Source: an optimization exercise on an open RTL-to-GDS flow (aim: a short achievable clock period and few clock cycles). Production flows keep margins and buffers that such runs may drop. Only simulation tests tie the RTL to the original design; equivalence was not proved. Power figures rest on the tool's default switching activity, not on a simulated workload.

==> design.v <==
module terrier (
    input  wire         clk,
    input  wire         rst,
    input  wire         start,
    output wire         ready,
    input  wire [13:0]  start_pc,
    input  wire [8:0]   head_len,
    input  wire         is_recirc,
    input  wire         is_inject,
    input  wire         is_tc7pre,
    input  wire [6:0]   budget,
    output wire [13:0]  uw_addr,
    input  wire [127:0] uw_rdata,
    output wire [7:0]   hd_addr,
    input  wire [127:0] hd_rdata,
    output wire [13:0]  dt_addr,
    input  wire [15:0]  dt_rdata,
    output reg          done,
    output wire [511:0] key,
    output wire [127:0] hdr_kind,
    output wire [127:0] hdr_off,
    output wire [4:0]   hdr_cnt,
    output wire [15:0]  flags,
    output wire [6:0]   cycles
);
    localparam NA_NEXT = 4'h0, NA_BR = 4'h1, NA_JUMP = 4'h2, NA_DISPATCH = 4'h3,
               NA_CALL = 4'h4, NA_RET = 4'h5, NA_HALT = 4'h6;
    localparam ALU_NONE = 3'd0, ALU_CMPF = 3'd1, ALU_LOAD = 3'd2, ALU_ADD = 3'd3,
               ALU_SUBI = 3'd4, ALU_ANDI = 3'd5, ALU_SETI = 3'd6, ALU_CMPS = 3'd7;
    localparam CMP_NONE = 2'd0, CMP_EQ = 2'd1, CMP_GT = 2'd2, CMP_LT = 2'd3;
    integer i;
    function [16:0] padd;
        input [15:0] a, b;
        input        cin;
        reg   [15:0] p, gg, pp, gn, pn;
        integer      n, d;
        begin
            p  = a ^ b;
            gg = a & b;
            gg[0] = gg[0] | (p[0] & cin);
            pp = p;
            for (d = 1; d < 16; d = d * 2) begin
                gn = gg;
                pn = pp;
                for (n = d; n < 16; n = n + 1) begin
                    gn[n] = gg[n] | (pp[n] & gg[n-d]);
                    pn[n] = pp[n] & pp[n-d];
                end
                gg = gn;
                pp = pn;
            end
            padd[0] = p[0] ^ cin;
            for (n = 1; n < 16; n = n + 1)
                padd[n] = p[n] ^ gg[n-1];
            padd[16] = gg[15];
        end
    endfunction
    reg         busy;
    reg [8:0]   p_len;
    reg         p_short;
    reg         p_recirc, p_inject, p_tc7pre;
    reg [6:0]   p_budget;
    wire e2_stop;
    assign ready = !busy;
    wire accept = start && !busy;
    reg [8:0]   cursor;
    reg [15:0]  sreg [0:3];
    reg [1:0]   cmp;
    reg [14:0]  stack [0:3];
    reg [2:0]   sp;
    reg [14:0]  stop_r;      
    reg         sp_z, sp_f;  
    reg         cyc_eq;      
    reg         cyc_eq1;     
    reg         hcnt16;      
    reg         hcnt15;      
    reg         curge;       
    reg [6:0]   cyc;
    reg [4:0]   flg_dev;     
    reg [7:0]   flg_usr;     
    reg [7:0]   keyv [0:63];
    reg [7:0]   hkind [0:15];
    reg [7:0]   hoff [0:15];
    reg [4:0]   hcnt;
    reg [13:0]  fpc;         
    reg         fval;        
    reg [13:0]  dpc;         
    reg         dval;        
    reg [14:0]  sstk [0:3];
    reg [2:0]   ssp;
    reg [7:0]   susr;
    reg [4:0]   shcnt;
    reg [1:0]   bpc [0:255];
    reg         btb_v [0:255];
    reg [13:0]  btb_t [0:255];
    reg [1:0]   btb_g [0:255];   
    reg         btb_b [0:255];   
    reg [5:0]   btb_c [0:255];   
    reg         bw_en, bw_v;     
    reg [7:0]   bw_idx;
    reg [13:0]  bw_t;
    reg [1:0]   bw_g;
    reg         bw_b;
    reg [5:0]   bw_c;
    reg         disp_wait;   
    reg [13:0]  disp_tgt;
    reg         disp_pok;    
    reg [13:0]  disp_pred;   
    reg [9:0]   disp_pc;
    reg         fhit;        
    reg         hv;
    reg [127:0] hw;
    reg [13:0]  hpc, hpn;
    reg         hpok;
    reg [8:0]   cur_x;       
    reg         pend;        
    reg [7:0]   pimm;        
    reg [1:0]   e1_src;      
    reg [8:0]   e1_cx;       
    reg         p2;          
    reg         e1_early;    
    reg [7:0]   e1_xoff;     
    reg [7:0]   e2_dadv8;    
    reg [127:0] win2;        
    reg [8:0]   e2_ncur;     
    reg         e1v;
    reg [127:0] e1w;
    reg [13:0]  e1pc, e1pn;
    reg         e1pok;
    reg [5:0]   e1_amt;
    reg [31:0]  e1_mask;
    reg         e2v;
    reg [127:0] e2w;
    reg [13:0]  e2pc;
    reg [13:0]  e2pn;
    reg         e2_tkok, e2_ntok, e2pok;
    reg         e2_win, e2_end;
    reg [31:0]  f2;
    reg         f2_z;
    reg [15:0]  e2_snew [0:3];   
    reg [1:0]   e2_cmp;          
    reg [3:0]   e2_sz;           
    reg [127:0] krot2;       
    reg [63:0]  e2_kwe;      
    reg         e2_top;      
    reg         e2_2nd;      
    reg         cond_r;
    reg         e2_nbok;     
    reg         tr_v, tr_up;     
    reg [7:0]   tr_pc;
    wire [3:0]  w_na        = e2w[127:124];
    wire [13:0] w_target    = e2w[123:110];
    wire [5:0]  w_dtab      = e2w[109:104];
    wire [4:0]  w_cond      = e2w[103:99];
    wire        w_cinv      = e2w[98];
    wire [2:0]  w_alu_op    = e2w[77:75];
    wire [1:0]  w_alu_reg   = e2w[74:73];
    wire [15:0] w_imm       = e2w[72:57];
    wire        w_key_en    = e2w[56];
    wire        w_key_src   = e2w[55];
    wire [5:0]  w_key_off   = e2w[54:49];
    wire [3:0]  w_key_len   = e2w[48:45];
    wire        w_hdr_en    = e2w[44];
    wire [7:0]  w_hdr_kind  = e2w[43:36];
    wire [1:0]  w_adv_src   = e2w[35:34];
    wire [1:0]  w_adv_scale = e2w[33:32];
    wire [1:0]  w_adv_reg   = e2w[31:30];
    wire [7:0]  w_adv_imm   = e2w[29:22];
    wire        w_set_mal   = e2w[21];
    wire [7:0]  w_set_user  = e2w[20:13];
    wire [31:0] f = f2;
    wire [4:0]  dev_new  = flg_dev | {3'b000, w_set_mal, 1'b0};
    wire [7:0]  usr_new  = flg_usr | w_set_user;
    wire [4:0]  hcnt_new = hcnt + {4'd0, w_hdr_en};
    reg cond_raw;
    always @(*) begin
        case (w_cond)
            5'h00: cond_raw = 1'b1;
            5'h01: cond_raw = (e2_cmp == CMP_EQ);
            5'h02: cond_raw = (e2_cmp == CMP_GT);
            5'h03: cond_raw = (e2_cmp == CMP_LT);
            5'h04: cond_raw = e2_sz[0];
            5'h05: cond_raw = e2_sz[1];
            5'h06: cond_raw = e2_sz[2];
            5'h07: cond_raw = e2_sz[3];
            5'h08: cond_raw = f2_z;
            5'h09: cond_raw = p_short;
            5'h0A: cond_raw = p_short && curge;
            5'h0B: cond_raw = hcnt16 || (hcnt15 && w_hdr_en);
            5'h0C: cond_raw = p_recirc;
            5'h0D: cond_raw = p_inject;
            5'h0E: cond_raw = p_tc7pre;
            5'h10, 5'h11, 5'h12, 5'h13, 5'h14, 5'h15, 5'h16, 5'h17:
                   cond_raw = usr_new[w_cond[2:0]];
            default: cond_raw = 1'b0;
        endcase
    end
    wire cond = cond_raw ^ w_cinv;
    wire [14:0] pc_inc  = {1'b0, e2pc} + 15'd1;
    wire [14:0] ret_adr = stop_r;
    wire        is_br   = (w_na == NA_BR);
    wire        is_halt = (w_na == NA_HALT);
    wire        is_ret  = (w_na == NA_RET);
    wire        is_call = (w_na == NA_CALL);
    wire        is_disp = (w_na == NA_DISPATCH);
    wire        is_jmp  = (w_na == NA_JUMP);
    wire        halt    = is_halt && cond;
    wire        br_tk   = is_br && cond;
    wire [14:0] nxt     = (br_tk || is_jmp || is_disp || is_call) ? {1'b0, w_target} :
                          is_ret ? ret_adr : pc_inc;
    wire        ret_ok  = e2pok && (ret_adr == {1'b0, e2pn});
    wire        pred_ok = is_ret ? ret_ok :
                          (br_tk || is_jmp || is_call) ? e2_tkok : e2_ntok;
    wire [4:0]  klen     = (w_key_len == 4'd0) ? 5'd16 : {1'b0, w_key_len};
    wire        bud_fail = cyc_eq;
    wire        dep_fail = w_hdr_en && hcnt16;
    wire        stk_fix  = (is_call && sp_f) ||
                           (is_ret  && (sp_z || ret_adr[14]));
    wire        e2_tbh   = e2_top && (is_br || is_halt);
    wire        e2_hold  = e2v && e2_tbh && !e2_2nd;
    wire        stk_top  = e2_top && (e2_tbh ? !cond_r : !(is_jmp || is_disp || is_call || is_ret));
    wire        stk_fail = stk_fix || stk_top;
    wire        refused  = e2_win || e2_end || dep_fail || stk_fail;
    wire [6:0]  cyc_inc  = cyc + 7'd1;
    wire        bud_next = cyc_eq1;
    wire [63:0]  key_we = e2_kwe;
    reg  [7:0]   key_byte [0:63];
    integer kb;
    always @(*)
        for (kb = 0; kb < 64; kb = kb + 1)
            key_byte[kb] = krot2[127 - 8*(kb % 16) -: 8];
    reg [35:0] adv;
    always @(*) begin
        case (w_adv_src)
            2'b01:   adv = {28'd0, w_adv_imm};
            2'b10:   adv = {4'd0, f} << w_adv_scale;
            2'b11:   adv = {20'd0, e2_snew[w_adv_reg]} << w_adv_scale;
            default: adv = 36'd0;
        endcase
    end
    wire [16:0] cur_sx  = padd({7'd0, cursor}, {7'd0, adv[8:0]}, 1'b0);
    wire [9:0]  cur_sum = cur_sx[9:0];
    wire [8:0]  cur_new = ((|adv[35:9]) || cur_sum[9]) ? 9'd511 : cur_sum[8:0];
    wire [31:0] dsrc    = (w_adv_src == 2'b10) ? f : {16'd0, e2_snew[w_adv_reg]};
    wire [35:0] fadv    = {4'd0, dsrc} << w_adv_scale;
    assign e2_stop = e2v && !e2_hold && (bud_fail || refused || halt || bud_next);
    wire e2_disp  = e2v && !e2_hold && !e2_stop && is_disp;
    wire e2_flush = e2v && !e2_hold && !e2_stop && !is_disp && !pred_ok;
    wire        e2_dcond = ((w_cond <= 5'h08) && (w_cond != 5'h00)) || (w_cond == 5'h0A);
    assign dt_addr = {w_dtab, f[7:0]};
    wire [127:0] dw = hv ? hw : uw_rdata;    
    wire         dv = hv || dval;
    wire        byp_ok   = pend && e2v && !e1v && e2_nbok;
    wire        early_ok = pend && e1v && !e1_early && e1_nbok;
    wire        cx_ok    = p2 || !pend || (!e1v && !e2v) || byp_ok || early_ok;
    wire [16:0] p2_sx    = padd({7'd0, e2_ncur}, {8'd0, pimm}, 1'b0);
    wire [8:0]  p2_cur   = p2_sx[9] ? 9'd511 : p2_sx[8:0];
    wire [8:0]  cx       = p2 ? p2_cur : !pend ? cur_x : e2v ? e2_ncur : cursor;
    wire        cx_byp   = pend && e2v;
    wire        issue    = dv && cx_ok && !e1_hold;
    wire        i_early  = early_ok && !byp_ok;
    wire [7:0]  i_ex_off   = dw[97:90];
    wire [1:0]  i_ex_bytes = dw[89:88];
    wire [4:0]  i_ex_shift = dw[87:83];
    wire [4:0]  i_ex_width = dw[82:78];
    wire        i_ex_en    = dw[12];
    wire        i_key_copy = dw[56] && dw[55];
    wire [3:0]  i_key_len  = dw[48:45];
    wire        i_hdr_en   = dw[44];
    wire [1:0]  i_adv_src  = dw[35:34];
    wire [7:0]  i_adv_imm  = dw[29:22];
    wire        i_dyn    = (i_adv_src == 2'b11) || ((i_adv_src == 2'b10) && i_ex_en);
    wire [7:0]  i_advs   = (i_adv_src == 2'b01) ? i_adv_imm : 8'd0;
    wire [16:0] i_csx    = padd({7'd0, cx}, {8'd0, i_advs}, 1'b0);
    wire [9:0]  i_csum   = i_csx[9:0];
    wire [8:0]  i_cnext  = i_csum[9] ? 9'd511 : i_csum[8:0];
    wire [5:0]  i_amt    = {1'b0, 5'd8 * (5'd3 - {3'b000, i_ex_bytes})} + {1'b0, i_ex_shift};
    wire [31:0] i_mask   = (i_ex_width == 5'd0) ? 32'hFFFF_FFFF
                                                : ((32'd1 << i_ex_width) - 32'd1);
    wire [16:0] hb_p2    = padd({8'd0, e2_ncur[7:0]}, {8'd0, pimm}, 1'b0);
    wire [7:0]  hb_a     = p2 ? hb_p2[7:0] : cx_byp ? e2_ncur[7:0] : !pend ? cur_x[7:0] : cursor[7:0];
    wire [16:0] hd_ux    = padd({8'd0, hb_a}, {8'd0, uw_rdata[97:90]}, 1'b0);
    wire [16:0] hd_hx    = padd({8'd0, hb_a}, {8'd0, hw[97:90]}, 1'b0);
    wire [7:0]  hd_i     = hv ? hd_hx[7:0] : hd_ux[7:0];
    assign hd_addr = e1_hold ? e1_P : hd_i;
    wire [3:0]  d_na      = uw_rdata[127:124];
    wire [13:0] d_target  = uw_rdata[123:110];
    wire [4:0]  d_cond    = uw_rdata[103:99];
    wire        d_cinv    = uw_rdata[98];
    wire        d_hdr_en  = uw_rdata[44];
    wire [7:0]  d_set_usr = uw_rdata[20:13];
    wire        d_ex_en   = uw_rdata[12];
    wire [7:0]  d_usr     = susr | d_set_usr;
    wire [4:0]  d_hcnt    = shcnt + {4'd0, d_hdr_en};
    wire [13:0] d_seq     = dpc + 14'd1;
    wire [14:0] d_ret     = sstk[ssp[1:0] - 2'd1];
    wire        d_bp      = bpc[dpc[7:0]][1];
    reg d_known, d_val;
    always @(*) begin
        d_known = 1'b1;
        d_val   = 1'b0;
        case (d_cond)
            5'h00: d_val = 1'b1;
            5'h08: begin d_known = !d_ex_en; d_val = 1'b1; end
            5'h09: d_val = p_short;
            5'h0B: d_val = (shcnt == 5'd16) || ((shcnt == 5'd15) && d_hdr_en);
            5'h0C: d_val = p_recirc;
            5'h0D: d_val = p_inject;
            5'h0E: d_val = p_tc7pre;
            5'h10, 5'h11, 5'h12, 5'h13, 5'h14, 5'h15, 5'h16, 5'h17:
                   d_val = d_usr[d_cond[2:0]];
            default: d_known = 1'b0;
        endcase
    end
    wire d_true = d_known ? (d_val ^ d_cinv) : d_bp;
    reg        d_redir, d_stopf;
    reg [13:0] d_tgt;
    always @(*) begin
        d_redir = 1'b0;
        d_stopf = 1'b0;
        d_tgt   = d_target;
        case (d_na)
            NA_BR:       begin d_redir = d_true; d_stopf = (dpc == 14'h3FFF); end
            NA_JUMP:     d_redir = 1'b1;
            NA_CALL:     begin d_redir = 1'b1; d_stopf = (ssp == 3'd4); end
            NA_RET:      begin d_redir = 1'b1; d_tgt = d_ret[13:0];
                               d_stopf = (ssp == 3'd0) || d_ret[14]; end
            NA_DISPATCH: d_stopf = !fhit;
            NA_HALT:     d_stopf = (d_known && (d_val ^ d_cinv)) || (dpc == 14'h3FFF);
            default: ;
        endcase
    end
    wire        d_isd  = (d_na == NA_DISPATCH);
    wire [13:0] d_pn   = d_isd ? fpc : d_redir ? d_tgt : d_seq;
    wire d_acc  = dval && (!hv || issue);
    wire d_drop = dval && hv && !issue;
    wire [13:0] i_pc   = hv ? hpc : dpc;
    wire [13:0] i_pn   = hv ? hpn : d_pn;
    wire        i_pok  = hv ? hpok : !d_stopf;
    wire [13:0] d_dsp  = dt_rdata[15] ? dt_rdata[13:0] : disp_tgt;
    wire        dw_unp = disp_wait && !disp_pok;
    wire [13:0] fa     = accept ? start_pc : (dw_unp ? d_dsp : fpc);
    wire        fa_v   = accept || dw_unp || fval;
    wire [7:0]  fe     = fpc[7:0];
    wire [5:0]  fe_c   = btb_c[fe];
    reg         fe_val, fe_kn;
    always @(*) begin
        fe_kn  = 1'b1;
        fe_val = 1'b0;
        case (fe_c[5:1])
            5'h00: fe_val = 1'b1;
            5'h09: fe_val = p_short;
            5'h0B: fe_val = (shcnt == 5'd16);
            5'h0C: fe_val = p_recirc;
            5'h0D: fe_val = p_inject;
            5'h0E: fe_val = p_tc7pre;
            5'h10, 5'h11, 5'h12, 5'h13, 5'h14, 5'h15, 5'h16, 5'h17:
                   fe_val = susr[fe_c[3:1]];
            default: fe_kn = 1'b0;
        endcase
    end
    wire        fe_tk  = !btb_b[fe] || (fe_kn ? (fe_val ^ fe_c[0]) : bpc[fe][1]);
    wire        fa_hit = !(accept || dw_unp) && btb_v[fe] && (btb_g[fe] == fpc[9:8]) && fe_tk;
    wire [13:0] fa_nx  = (accept || dw_unp) ? fa + 14'd1 :
                         fa_hit ? btb_t[fpc[7:0]] : fpc + 14'd1;
    wire        dmis   = disp_wait && disp_pok && (d_dsp != disp_pred);
    wire        miss_t = (fpc != d_target);
    wire        miss_r = (fpc != d_ret[13:0]);
    wire        miss_s = (fpc != d_seq);
    wire        d_miss = d_isd ? 1'b0 : (d_na == NA_RET) ? miss_r : d_redir ? miss_t : miss_s;
    assign uw_addr = fa;
    wire [15:0] e1_imm = e1w[72:57];
    wire [2:0]  e1_op  = e1w[77:75];
    wire [1:0]  e1_reg = e1w[74:73];
    wire [16:0] e1_Px  = padd({8'd0, e2_ncur[7:0]}, {8'd0, e1w[97:90]}, 1'b0);
    wire [7:0]  e1_P   = e1_Px[7:0];
    wire [16:0] e1_ox  = padd({8'd0, e2_dadv8}, {8'd0, e1_xoff}, 1'b0);
    wire [7:0]  e1_off = e1_ox[7:0];
    wire [4:0]  e1_kl  = (e1w[48:45] == 4'd0) ? 5'd16 : {1'b0, e1w[48:45]};
    wire        e1_inw = (!e1w[12] || ({1'b0, e1_off} + {7'd0, e1w[89:88]} <= 9'd15)) &&
                         (!(e1w[56] && e1w[55]) || ({1'b0, e1_off} + {4'd0, e1_kl} <= 9'd16));
    wire        e1_hold = e1v && e1_early && !e1_inw;
    wire [127:0] e1_wsh = (win2 << {e1_off[3:0], 3'b000}) | (win2 >> {~e1_off[3:0] + 4'd1, 3'b000});
    wire [127:0] e1_raw = e1_early ? e1_wsh : hd_rdata;
    wire [31:0] e1_f   = e1w[12] ? ((e1_raw[127:96] >> e1_amt) & e1_mask) : 32'd0;
    wire [8:0]  e1_cxs   = (e1_src == 2'd2) ? e2_ncur : (e1_src == 2'd1) ? cursor : e1_cx;
    wire [9:0]  e1_pos   = {1'b0, e1_cxs} + {2'b00, e1w[97:90]};
    wire [4:0]  e1_klen  = (e1w[48:45] == 4'd0) ? 5'd16 : {1'b0, e1w[48:45]};
    wire        e1_kcp   = e1w[56] && e1w[55];
    wire [10:0] e1_exlast = {1'b0, e1_pos} + {9'd0, e1w[89:88]};
    wire [10:0] e1_kylast = {1'b0, e1_pos} + {6'd0, e1_klen} - 11'd1;
    wire        e1_winf = !p_short &&
                          ((e1w[12] && e1_exlast >= 11'd256) ||
                           (e1_kcp  && e1_kylast >= 11'd256) ||
                           (e1w[44] && e1_cxs    >= 9'd256));
    wire        e1_endf =  p_short &&
                          ((e1w[12] && e1_exlast >= {2'b00, p_len}) ||
                           (e1_kcp  && e1_kylast >= {2'b00, p_len}) ||
                           (e1w[44] && e1_cxs    >= p_len));
    wire [5:0]  e1_koff = e1w[54:49];
    wire [3:0]  e1_famt = e1_koff[3:0] + e1_klen[3:0];
    reg  [63:0] e1_kwe;
    reg  [5:0]  e1_kd;
    integer kw;
    always @(*)
        for (kw = 0; kw < 64; kw = kw + 1) begin
            e1_kd = kw[5:0] - e1_koff;
            e1_kwe[kw] = e1w[56] && (kw[5:0] >= e1_koff) && ({1'b0, e1_kd} < {1'b0, e1_klen});
        end
    function [127:0] rot16;      
        input [127:0] src;
        input [3:0]   amt;
        integer j;
        for (j = 0; j < 16; j = j + 1)
            rot16[127 - 8*j -: 8] = src[127 - 8*((j - amt) & 15) -: 8];
    endfunction
    wire [3:0]   e1_kwa  = e1_koff[3:0] - e1_off[3:0];
    wire [127:0] e1_krot = !e1w[55] ? rot16({96'd0, e1_f}, e1_famt) :
                           e1_early ? rot16(win2, e1_kwa) : rot16(hd_rdata, e1_koff[3:0]);
    reg  [15:0] s_fw [0:3];
    integer kf;
    always @(*)
        for (kf = 0; kf < 4; kf = kf + 1)
            s_fw[kf] = e2v ? e2_snew[kf] : sreg[kf];
    wire [1:0]  cmp_fw = e2v ? e2_cmp : cmp;
    reg  [15:0] s_new [0:3];
    reg  [1:0]  cmp_new;
    reg  [3:0]  sz_new;
    wire [15:0] s_cur = s_fw[e1_reg];
    wire [16:0] s_addx = padd(s_cur, e1_f[15:0], 1'b0);
    wire [16:0] s_subx = padd(s_cur, ~e1_imm, 1'b1);
    wire [15:0] s_add = s_addx[15:0];
    wire [15:0] s_sub = s_subx[15:0];
    wire [31:0] e1_imm32 = {16'd0, e1_imm};
    integer k;
    always @(*) begin
        for (k = 0; k < 4; k = k + 1) begin
            s_new[k]  = s_fw[k];
            sz_new[k] = (s_fw[k] == 16'd0);
        end
        cmp_new = cmp_fw;
        case (e1_op)
            ALU_CMPF: cmp_new = (e1_f == e1_imm32) ? CMP_EQ :
                                (e1_f >  e1_imm32) ? CMP_GT : CMP_LT;
            ALU_LOAD: begin s_new[e1_reg] = e1_f[15:0];          sz_new[e1_reg] = (e1_f[15:0] == 16'd0); end
            ALU_ADD:  begin s_new[e1_reg] = s_add;               sz_new[e1_reg] = ((s_cur ^ e1_f[15:0]) == {(s_cur[14:0] | e1_f[14:0]), 1'b0}); end
            ALU_SUBI: begin s_new[e1_reg] = s_sub;               sz_new[e1_reg] = (s_cur == e1_imm); end
            ALU_ANDI: begin s_new[e1_reg] = e1_f[15:0] & e1_imm; sz_new[e1_reg] = ((e1_f[15:0] & e1_imm) == 16'd0); end
            ALU_SETI: begin s_new[e1_reg] = e1_imm;              sz_new[e1_reg] = (e1_imm == 16'd0); end
            ALU_CMPS: cmp_new = (s_cur == e1_imm) ? CMP_EQ :
                                (s_cur >  e1_imm) ? CMP_GT : CMP_LT;
            default: ;
        endcase
    end
    wire [7:0]  e1_dsrc = (e1w[35:34] == 2'b10) ? e1_f[7:0] : s_fw[e1w[31:30]][7:0];
    wire        e1_nbok = (e1w[35:34] == 2'b10) ||
                          ((e1w[35:34] == 2'b11) &&
                           !((e1w[31:30] == e1_reg) && (e1_op >= ALU_LOAD) && (e1_op <= ALU_SETI)));
    wire [31:0] e1_dsw  = (e1w[35:34] == 2'b10) ? e1_f : {16'd0, s_fw[e1w[31:30]]};
    wire [34:0] e1_dadv = {3'd0, e1_dsw} << e1w[33:32];
    wire [16:0] e1_nbx  = padd({7'd0, e1_cxs}, {7'd0, e1_dadv[8:0]}, 1'b0);
    wire [8:0]  e1_ncur = ((|e1_dadv[34:9]) || e1_nbx[9]) ? 9'd511 : e1_nbx[8:0];
    always @(posedge clk) begin
        if (rst) begin
            busy      <= 1'b0;
            done      <= 1'b0;
            fval      <= 1'b0;
            dval      <= 1'b0;
            hv        <= 1'b0;
            e1v       <= 1'b0;
            e2v       <= 1'b0;
            disp_wait <= 1'b0;
            tr_v      <= 1'b0;
            bw_en     <= 1'b0;
            e2_2nd    <= 1'b0;
            for (i = 0; i < 256; i = i + 1) begin
                bpc[i]   <= 2'b01;
                btb_v[i] <= 1'b0;
            end
        end else begin
            done <= 1'b0;
            if (accept) begin
                begin
                    busy     <= 1'b1;
                    p_len    <= head_len;
                    p_short  <= (head_len < 9'd256);
                    p_recirc <= is_recirc;
                    p_inject <= is_inject;
                    p_tc7pre <= is_tc7pre;
                    p_budget <= budget;
                    fpc      <= start_pc + 14'd1;
                    fhit     <= 1'b0;
                    fval     <= 1'b1;
                    dval     <= 1'b1;
                    hv       <= 1'b0;
                    e1v      <= 1'b0;
                    e2v      <= 1'b0;
                    disp_wait <= 1'b0;
                    pend     <= 1'b1;
                    p2       <= 1'b0;
                    ssp      <= 3'd0;
                    susr     <= 8'd0;
                    shcnt    <= 5'd0;
                end
            end else if (!busy) begin
            end else if (dmis) begin
                fpc   <= d_dsp;
                fhit  <= 1'b0;
                fval  <= 1'b1;
                dval  <= 1'b0;
                hv    <= 1'b0;
                e1v   <= 1'b0;
                e2v   <= 1'b0;
                pend  <= 1'b1;
                p2    <= 1'b0;
                disp_wait <= 1'b0;
                for (i = 0; i < 4; i = i + 1)
                    sstk[i] <= stack[i];
                ssp   <= sp;
                susr  <= flg_usr;
                shcnt <= hcnt;
            end else if (e2_stop) begin
                busy      <= 1'b0;
                done      <= 1'b1;
                fval      <= 1'b0;
                dval      <= 1'b0;
                hv        <= 1'b0;
                e1v       <= 1'b0;
                e2v       <= 1'b0;
                disp_wait <= 1'b0;
            end else if (e2_flush) begin
                disp_wait <= 1'b0;
                fpc   <= nxt[13:0];
                fhit  <= 1'b0;
                fval  <= 1'b1;
                dval  <= 1'b0;
                hv    <= 1'b0;
                e1v   <= 1'b0;
                e2v   <= 1'b0;
                pend  <= 1'b1;
                p2    <= 1'b0;
                for (i = 0; i < 4; i = i + 1)
                    sstk[i] <= (is_call && sp[1:0] == i[1:0]) ? pc_inc : stack[i];
                ssp   <= is_call ? sp + 3'd1 : is_ret ? sp - 3'd1 : sp;
                susr  <= usr_new;
                shcnt <= hcnt_new;
            end else begin
                e2v <= (e1v && !e1_hold) || e2_hold;
                e1v <= issue || e1_hold;
                if (issue) begin
                    if (i_dyn) begin
                        pend <= 1'b1;
                        p2   <= 1'b0;
                    end else if (i_early) begin
                        pend <= 1'b0;
                        p2   <= 1'b1;
                        pimm <= i_advs;
                    end else begin
                        pend  <= 1'b0;
                        p2    <= 1'b0;
                        cur_x <= i_cnext;
                    end
                end else if (p2) begin
                    p2    <= 1'b0;
                    cur_x <= p2_cur;
                end
                if (hv && issue)
                    hv <= dval && d_acc;
                else if (!hv && dval && !issue)
                    hv <= 1'b1;
                if (disp_wait)
                    disp_wait <= 1'b0;
                if (e2_disp) begin
                    disp_wait <= 1'b1;
                    disp_tgt  <= w_target;
                    disp_pok  <= e2pok;
                    disp_pred <= e2pn;
                    disp_pc   <= e2pc[9:0];
                end
                if (d_drop) begin
                    fpc  <= dpc;
                    fhit <= 1'b0;
                    fval <= 1'b1;
                    dval <= 1'b0;
                end else if (d_acc) begin
                    susr  <= d_usr;
                    shcnt <= d_hcnt;
                    if (d_na == NA_CALL && ssp != 3'd4) begin
                        sstk[ssp[1:0]] <= {1'b0, dpc} + 15'd1;
                        ssp <= ssp + 3'd1;
                    end
                    if (d_na == NA_RET && ssp != 3'd0)
                        ssp <= ssp - 3'd1;
                    if (d_stopf) begin
                        fval <= 1'b0;
                        dval <= 1'b0;
                    end else if (d_miss) begin
                        fpc  <= d_pn;
                        fhit <= 1'b0;
                        fval <= 1'b1;
                        dval <= 1'b0;
                    end else begin
                        fpc  <= fa_nx;
                        fhit <= fa_hit;
                        dval <= fa_v;
                    end
                end else begin
                    dval <= fa_v;
                    if (fa_v) begin
                        fpc  <= fa_nx;
                        fhit <= fa_hit;
                        fval <= 1'b1;
                    end
                end
            end
            bw_en  <= disp_wait || (d_acc && !d_stopf && !d_isd);
            bw_idx <= disp_wait ? disp_pc[7:0] : dpc[7:0];
            bw_g   <= disp_wait ? disp_pc[9:8] : dpc[9:8];
            bw_v   <= disp_wait || d_redir || (d_na == NA_BR);
            bw_b   <= !disp_wait && (d_na == NA_BR);
            bw_c   <= {d_cond, d_cinv};
            bw_t   <= disp_wait ? d_dsp : (d_na == NA_BR) ? d_target : d_tgt;
            if (bw_en) begin
                btb_v[bw_idx] <= bw_v;
                btb_t[bw_idx] <= bw_t;
                btb_g[bw_idx] <= bw_g;
                btb_b[bw_idx] <= bw_b;
                btb_c[bw_idx] <= bw_c;
            end
            tr_v  <= busy && e2v && !e2_hold && !dmis && is_br && e2_dcond && !refused && !bud_fail;
            tr_up <= cond;
            tr_pc <= e2pc[7:0];
            if (tr_v) begin
                if (tr_up && bpc[tr_pc] != 2'b11)
                    bpc[tr_pc] <= bpc[tr_pc] + 2'b01;
                if (!tr_up && bpc[tr_pc] != 2'b00)
                    bpc[tr_pc] <= bpc[tr_pc] - 2'b01;
            end
            if (accept) begin
                cursor  <= 9'd0;
                cmp     <= CMP_NONE;
                sp      <= 3'd0;
                cyc     <= 7'd0;
                cyc_eq  <= (budget == 7'd0);
                cyc_eq1 <= (budget == 7'd1);
                sp_z    <= 1'b1;
                sp_f    <= 1'b0;
                hcnt16  <= 1'b0;
                hcnt15  <= 1'b0;
                curge   <= (head_len == 9'd0);
                flg_dev <= 5'd0;
                flg_usr <= 8'd0;
                hcnt    <= 5'd0;
                for (i = 0; i < 4; i = i + 1)
                    sreg[i] <= 16'd0;
                for (i = 0; i < 64; i = i + 1)
                    keyv[i] <= 8'd0;
                for (i = 0; i < 16; i = i + 1) begin
                    hkind[i] <= 8'd0;
                    hoff[i]  <= 8'd0;
                end
            end else if (busy && e2v && !e2_hold && !dmis) begin
                if (bud_fail) begin
                    flg_dev <= flg_dev | 5'h04;
                end else begin
                    cyc     <= cyc_inc;
                    cyc_eq  <= cyc_eq1;
                    cyc_eq1 <= (cyc + 7'd2 == p_budget);
                    if (e2_win) begin
                        flg_dev <= flg_dev | 5'h11;
                    end else if (e2_end) begin
                        flg_dev <= flg_dev | 5'h02;
                    end else if (dep_fail) begin
                        flg_dev <= flg_dev | 5'h01;
                    end else if (stk_fail) begin
                        flg_dev <= flg_dev | 5'h08;
                    end else begin
                        for (i = 0; i < 4; i = i + 1)
                            sreg[i] <= e2_snew[i];
                        cmp <= e2_cmp;
                        for (i = 0; i < 64; i = i + 1)
                            if (key_we[i])
                                keyv[i] <= key_byte[i];
                        if (w_hdr_en) begin
                            hkind[hcnt[3:0]] <= w_hdr_kind;
                            hoff[hcnt[3:0]]  <= cursor[7:0];
                        end
                        hcnt    <= hcnt_new;
                        hcnt16  <= (hcnt_new == 5'd16);
                        hcnt15  <= (hcnt_new == 5'd15);
                        curge   <= (cur_new >= p_len);
                        flg_dev <= dev_new | ((bud_next && !halt) ? 5'h04 : 5'h00);
                        flg_usr <= usr_new;
                        cursor  <= cur_new;
                        if (is_call) begin
                            stack[sp[1:0]] <= pc_inc;
                            stop_r <= pc_inc;
                            sp   <= sp + 3'd1;
                            sp_z <= 1'b0;
                            sp_f <= (sp == 3'd3);
                        end else if (is_ret) begin
                            stop_r <= stack[sp[1:0] - 2'd2];
                            sp   <= sp - 3'd1;
                            sp_z <= (sp == 3'd1);
                            sp_f <= 1'b0;
                        end
                    end
                end
            end
            dpc <= fa;
            if (dval && !hv) begin
                hw   <= uw_rdata;
                hpc  <= dpc;
                hpn  <= d_pn;
                hpok <= !d_stopf;
            end else if (hv && issue && dval) begin
                hw   <= uw_rdata;
                hpc  <= dpc;
                hpn  <= d_pn;
                hpok <= !d_stopf;
            end
            if (e1_hold) begin
                e1_early <= 1'b0;
                e1_src   <= 2'd1;
            end
            if (issue) begin
                e1w     <= dw;
                e1pc    <= i_pc;
                e1pn    <= i_pn;
                e1pok   <= i_pok;
                e1_cx   <= cx;
                e1_src  <= i_early ? 2'd2 : 2'd0;
                e1_early <= i_early;
                e1_xoff <= i_ex_off - e1w[97:90];
                e1_amt  <= i_amt;
                e1_mask <= i_mask;
            end
            e2_2nd  <= e2_hold;
            cond_r  <= cond;
            if (!e2_hold) begin
            e2w     <= e1w;
            e2pc    <= e1pc;
            e2pn    <= e1pn;
            e2pok   <= e1pok;
            e2_tkok <= e1pok && (e1pn == e1w[123:110]);
            e2_ntok <= e1pok && (e1pn == e1pc + 14'd1) && (e1pc != 14'h3FFF);
            e2_top  <= (e1pc == 14'h3FFF);
            e2_win  <= e1_winf;
            e2_end  <= e1_endf;
            f2      <= e1_f;
            f2_z    <= (e1_f == 32'd0);
            for (i = 0; i < 4; i = i + 1)
                e2_snew[i] <= s_new[i];
            e2_cmp  <= cmp_new;
            e2_sz   <= sz_new;
            krot2   <= e1_krot;
            e2_ncur <= e1_ncur;
            e2_dadv8 <= e1_dadv[7:0];
            win2    <= hd_rdata;
            e2_nbok <= e1_nbok;
            e2_kwe  <= e1_kwe;
            end
        end
    end
    genvar g;
    generate
        for (g = 0; g < 64; g = g + 1) begin : g_key
            assign key[511 - 8*g -: 8] = keyv[g];
        end
        for (g = 0; g < 16; g = g + 1) begin : g_hdr
            assign hdr_kind[8*g +: 8] = hkind[g];
            assign hdr_off[8*g +: 8]  = hoff[g];
        end
    endgenerate
    assign hdr_cnt = hcnt;
    assign flags   = {flg_usr, 3'b000, flg_dev};
    assign cycles  = cyc;
endmodule
==> run.sh <==
#!/bin/bash
# synth_recipe.tcl (not shown) runs the flow's synth.tcl, then flattens the netlist and writes it again
# the make line also repeats each setting of config.mk as NAME=value (left out here)
make -C /OpenROAD-flow-scripts/flow DESIGN_CONFIG=/design/flow/config.mk WORK_HOME=/design/flow/orfs CLKGATE_MAP_FILE= SYNTH_SCRIPT=/design/flow/synth_recipe.tcl finish
==> config.mk <==
export PLATFORM = sky130hd
export DESIGN_NAME = terrier
export DESIGN_NICKNAME = terrier
export VERILOG_FILES = /design/flow/design.v
export SDC_FILE = /design/flow/constraint.sdc
export NUM_CORES = 4
export LEC_CHECK = 0
export CAP_MARGIN = 20
export CORE_MARGIN = 2
export CORE_UTILIZATION = 40
export PLACE_DENSITY = 0.6
export SETUP_SLACK_MARGIN = 5
export SLEW_MARGIN = 20
==> constraint.sdc <==
create_clock -name core_clock -period 11.0 [get_ports {clk}]
set_input_delay 2.2000 -clock core_clock [delete_from_list [all_inputs] [get_ports {clk}]]
set_output_delay 2.2000 -clock core_clock [all_outputs]
set_load 0.01 [all_outputs]
==> impl_metrics.csv <==
group,metric,value,unit
layout,nNetsFinal,25522,
timing,min_period,7520,ps
outcome,status,"finished clean",
grt,antenna_found_initial,206,
clocking,cts.sinks,8742,
timing,relSlewSlack,11.7,%
synth,yosysWarnings,7,
setup_path,critPathLaunchType,"flop",
layout,area_delta_synth_final,17.5,%
floorplan,io_pins,1142,
pwr,vdd_drop_max,0.246,mV
timing,max_freq,133,MHz
timing,finalHoldViolCount,0,
placed_design,dp_worst_setup_slack,1820,ps
timing,fin_ws,3480,ps
synth,syn_area_per_cell,16.8,µm²
setup_path,critical-path-max-stage-delay,540,ps
detailed_routing,drc,0,
floorplan,num_rows,362,
run,cap_viol_max_count,0,
timing,worst_clock_skew,149,ps
floorplan,die_x,990,µm
setup_path,cp_slowest_cell,"mux4_2",
worst_hold_path,hp-class,"flop to flop",
timing,finalSetupViolations,0,
timing,maxSlewViolCount,0,
layout,layout-drive-gt1-share,25.1,%
grt,grt_pass1_vias,227059,
detailed_routing,detail-route-antenna-nets,0,
clocking,cts_buffer_depth,5,
pwr,leakagePower,0.149,µW
synth,synth.distinct_cells,112,
synth,synth_seq_area_share,67.4,%
clocking,numCtsBuffers,901,
floorplan,coreArea,971000,µm²
clocking,h-tree-depth,6,
timing,rsz0062_at_grt,"true",
placed_design,gp_congestion,1.01,
clocking,cts_tree,"done",
setup_path,worstPathArrival,8320,ps
timing,worst_slew_pin_slew,1320,ps
synth,synth_area,389000,µm²
synth,synth_edf_count,8707,
synth,synth_cells,23188,
setup_path,path_class,"flop to flop",
detailed_routing,drtIter0Drc,35609,
clocking,hold_buffers,0,
clocking,cts-root-buf,"clkbuf_16",
clocking,clk-insertion-delay-late,1170,ps
placed_design,hpwl,966000,µm
detailed_routing,dr.pass1.iters,7,
synth,synth-main-ff-cell,"edfxtp_1",
synth,ys_ff_latch,8742,
layout,final_core_util,47.1,%
setup_path,critical_path_peak_fanout,30,
setup_path,critPathRequiredTime,11790,ps
placed_design,io_buffers,1125,
floorplan,die_h,990,µm
detailed_routing,vias,239557,
detailed_routing,wire_per_inst,37.1,µm
detailed_routing,drt_wl_total,1440000,µm
floorplan,start_util,40.1,%
grt,grt.total_usage,28.5,%
grt,grt_max_degree,225,
setup_path,worst_setup_path_end_kind,"flop",
clocking,path_clk_slew,70,ps
timing,period_share,68.4,%
grt,grt_pass1_wl,1940000,µm
floorplan,dieArea,981000,µm²
detailed_routing,via_per_inst,6.17,
synth,async_flop_share,0,%
grt,grt_overflow,0,
pwr,cellPowerDensity,194,nW/µm²
[kinds of logic (layout without fill, tap and decap cells)]
kind of cell / count (synthesis) / in the layout / synth area share (%)
and+or+nand+nor: 4956 / 4959 / 5.88
DFF: 8742 / 8742 / 67.4
muxes: 3450 / 3450 / 17.0
xor gates and xnor gates: 384 / 384 / 0.885
AOI/OAI and AO/OA: 3245 / 3246 / 5.30
buffers and inverters: 2025 / 4407 / 2.31
other: 2 / 312 / 0.00193
adders and majority gates: 384 / 384 / 1.27
[area by class of cell]
cell class | instances | area [µm²]
fill | 81777 | 513000
sequential | 8742 | 262000
multi-input combinational | 12427 | 124000
timing repair buffer | 2411 | 24100
clock buffer | 1065 | 23300
tap | 12922 | 16200
clock inverter | 582 | 5500
inverter | 349 | 1410
antenna | 308 | 771
[Yosys cell counts (all sizes together) (71+ instances only)]
| cell | count | share of area [%] |
|---|---|---|
| mux2 | 343 | 0.99 |
| edfxtp | 8707 | 67 |
| a21oi | 642 | 0.83 |
| a31oi | 118 | 0.19 |
| nand3 | 313 | 0.40 |
| nand2 | 1773 | 1.7 |
| and2 | 290 | 0.47 |
| buf | 532 | 0.84 |
| a22oi | 125 | 0.24 |
| a221oi | 71 | 0.16 |
| nand4 | 77 | 0.12 |
| ha | 361 | 1.2 |
| nand2b | 91 | 0.15 |
| nor3 | 188 | 0.25 |
| mux2i | 644 | 1.7 |
| o211ai | 130 | 0.25 |
| nor2b | 341 | 0.55 |
| o21a | 95 | 0.18 |
| xnor2 | 258 | 0.59 |
| clkbuf | 1143 | 1.1 |
| o22ai | 92 | 0.15 |
| inv | 342 | 0.33 |
| nor4 | 74 | 0.12 |
| nor2 | 1300 | 1.3 |
| xor2 | 122 | 0.27 |
| a21o | 88 | 0.17 |
| and3 | 355 | 0.57 |
| o21ai | 1134 | 1.5 |
| mux4 | 2463 | 14 |
| a211oi | 122 | 0.24 |
[worst max-delay path, delay by kind of cell (launching register included)]
kind,cells,cell delay [ps]
buffers and inverters,7,1120
xor gates and xnor gates,2,380
DFF,1,430
and+or+nand+nor,3,540
muxes,2,740
AOI/OAI and AO/OA,17,3470
adders and majority gates,2,510
[final timing paths]
path,slack [ps],startpoint,end,cells past startpoint
worst min-delay path,340,e1w[101],e2w[101],0
worst max register to register,3480,e1_xoff[1],e2_snew[0][13],33
worst max-delay path,3480,e1_xoff[1],e2_snew[0][13],33
worst min register to register,340,e1w[101],e2w[101],0
[power breakdown]
group          internal (µW)  switching, µW
Clock                  17000          13300
Sequential             37500            547
Combinational           7520          13000
Total                  62000          26900
[routing by layer]
layer	GRT usage [%]	up-vias	share of wire (%)
met3	5.92	2804	10
li1	-	96441	-
met4	18.3	40	7.7
met2	43.8	14934	45
met5	0	-	0.018
met1	37.1	125338	37
[flip-flops by register name, indices dropped and copies added, names as in the netlist, 60 cells and up, named ones only]
register / count
hoff: 128
e1w: 109
btb_b: 256
btb_v: 256
hkind: 128
hw: 116
stack: 60
e2_kwe: 64
keyv: 512
win2: 128
btb_t: 3584
krot2: 128
btb_c: 1536
e2_snew: 64
btb_g: 512
sreg: 64
e2w: 62
sstk: 60
bpc: 512
[cells in the final DEF, fill, tap and decap left out, types with 313 or more instances in the layout]
| cell type | instances |
|---|---|
| buf_4 | 1025 |
| edfxtp_1 | 8707 |
| nor2_1 | 986 |
| mux2_2 | 333 |
| and3_1 | 351 |
| clkbuf_16 | 918 |
| ha_1 | 342 |
| nand2_1 | 1704 |
| clkdlybuf4s50_1 | 1078 |
| mux2i_1 | 583 |
| a21oi_1 | 554 |
| o21ai_0 | 972 |
| inv_1 | 313 |
| mux4_2 | 2369 |
[per-stage QoR]
| step | TNS (ps) | hold slack (ps) | cells | total power [µW] | instance area (µm²) |
|---|---|---|---|---|---|
| finish | 0 | 336 | 38806 | 88900 | 457000 |
| global route | 0 | 343 | 38725 | 91000 | 457000 |
| CTS | 0 | 336 | 38390 | 88100 | 454000 |
| detailed placement | 0 | 405 | 36498 | 56900 | 419000 |
| global placement | 0 | 401 | 36490 | 56800 | 418000 |
| floorplan | -356560 | 400 | 23190 | 49200 | 390000 |
[what timing repair did]
action	CTS	global route
buffers inserted	211	87
pin swaps	157	109
resized for setup	913	421
setup endpoints to repair	2643	619
cloned	34	10
Testbench counts, summed over its fixed seeds: cycles 120,273.

[afterwards: timing with drivers on the ports]
No port has a modelled driver above. Below, the same layout with a new extraction and two added sets of constraints. Step 1: set_driving_cell puts a clkbuf_16 on clk and a buf_2 on each other input, an assumption about the parent block. Step 2 times the ports against the registers' clock, not the clock port: input delays grow and output delays shrink by t, the midpoint of the rising clock arrivals with the driver on. Slacks: ideal / step 1 / step 2; pairs: ideal / step 1.
shift t [ns]: 1.255
setup slack, ns: 3.477 / 3.334 / 2.713
worst setup path after step 2: input to register
After both steps this run still meets setup and hold. The setup slack of this run moves by -0.143 ns with the drivers and by -0.764 ns with both steps.
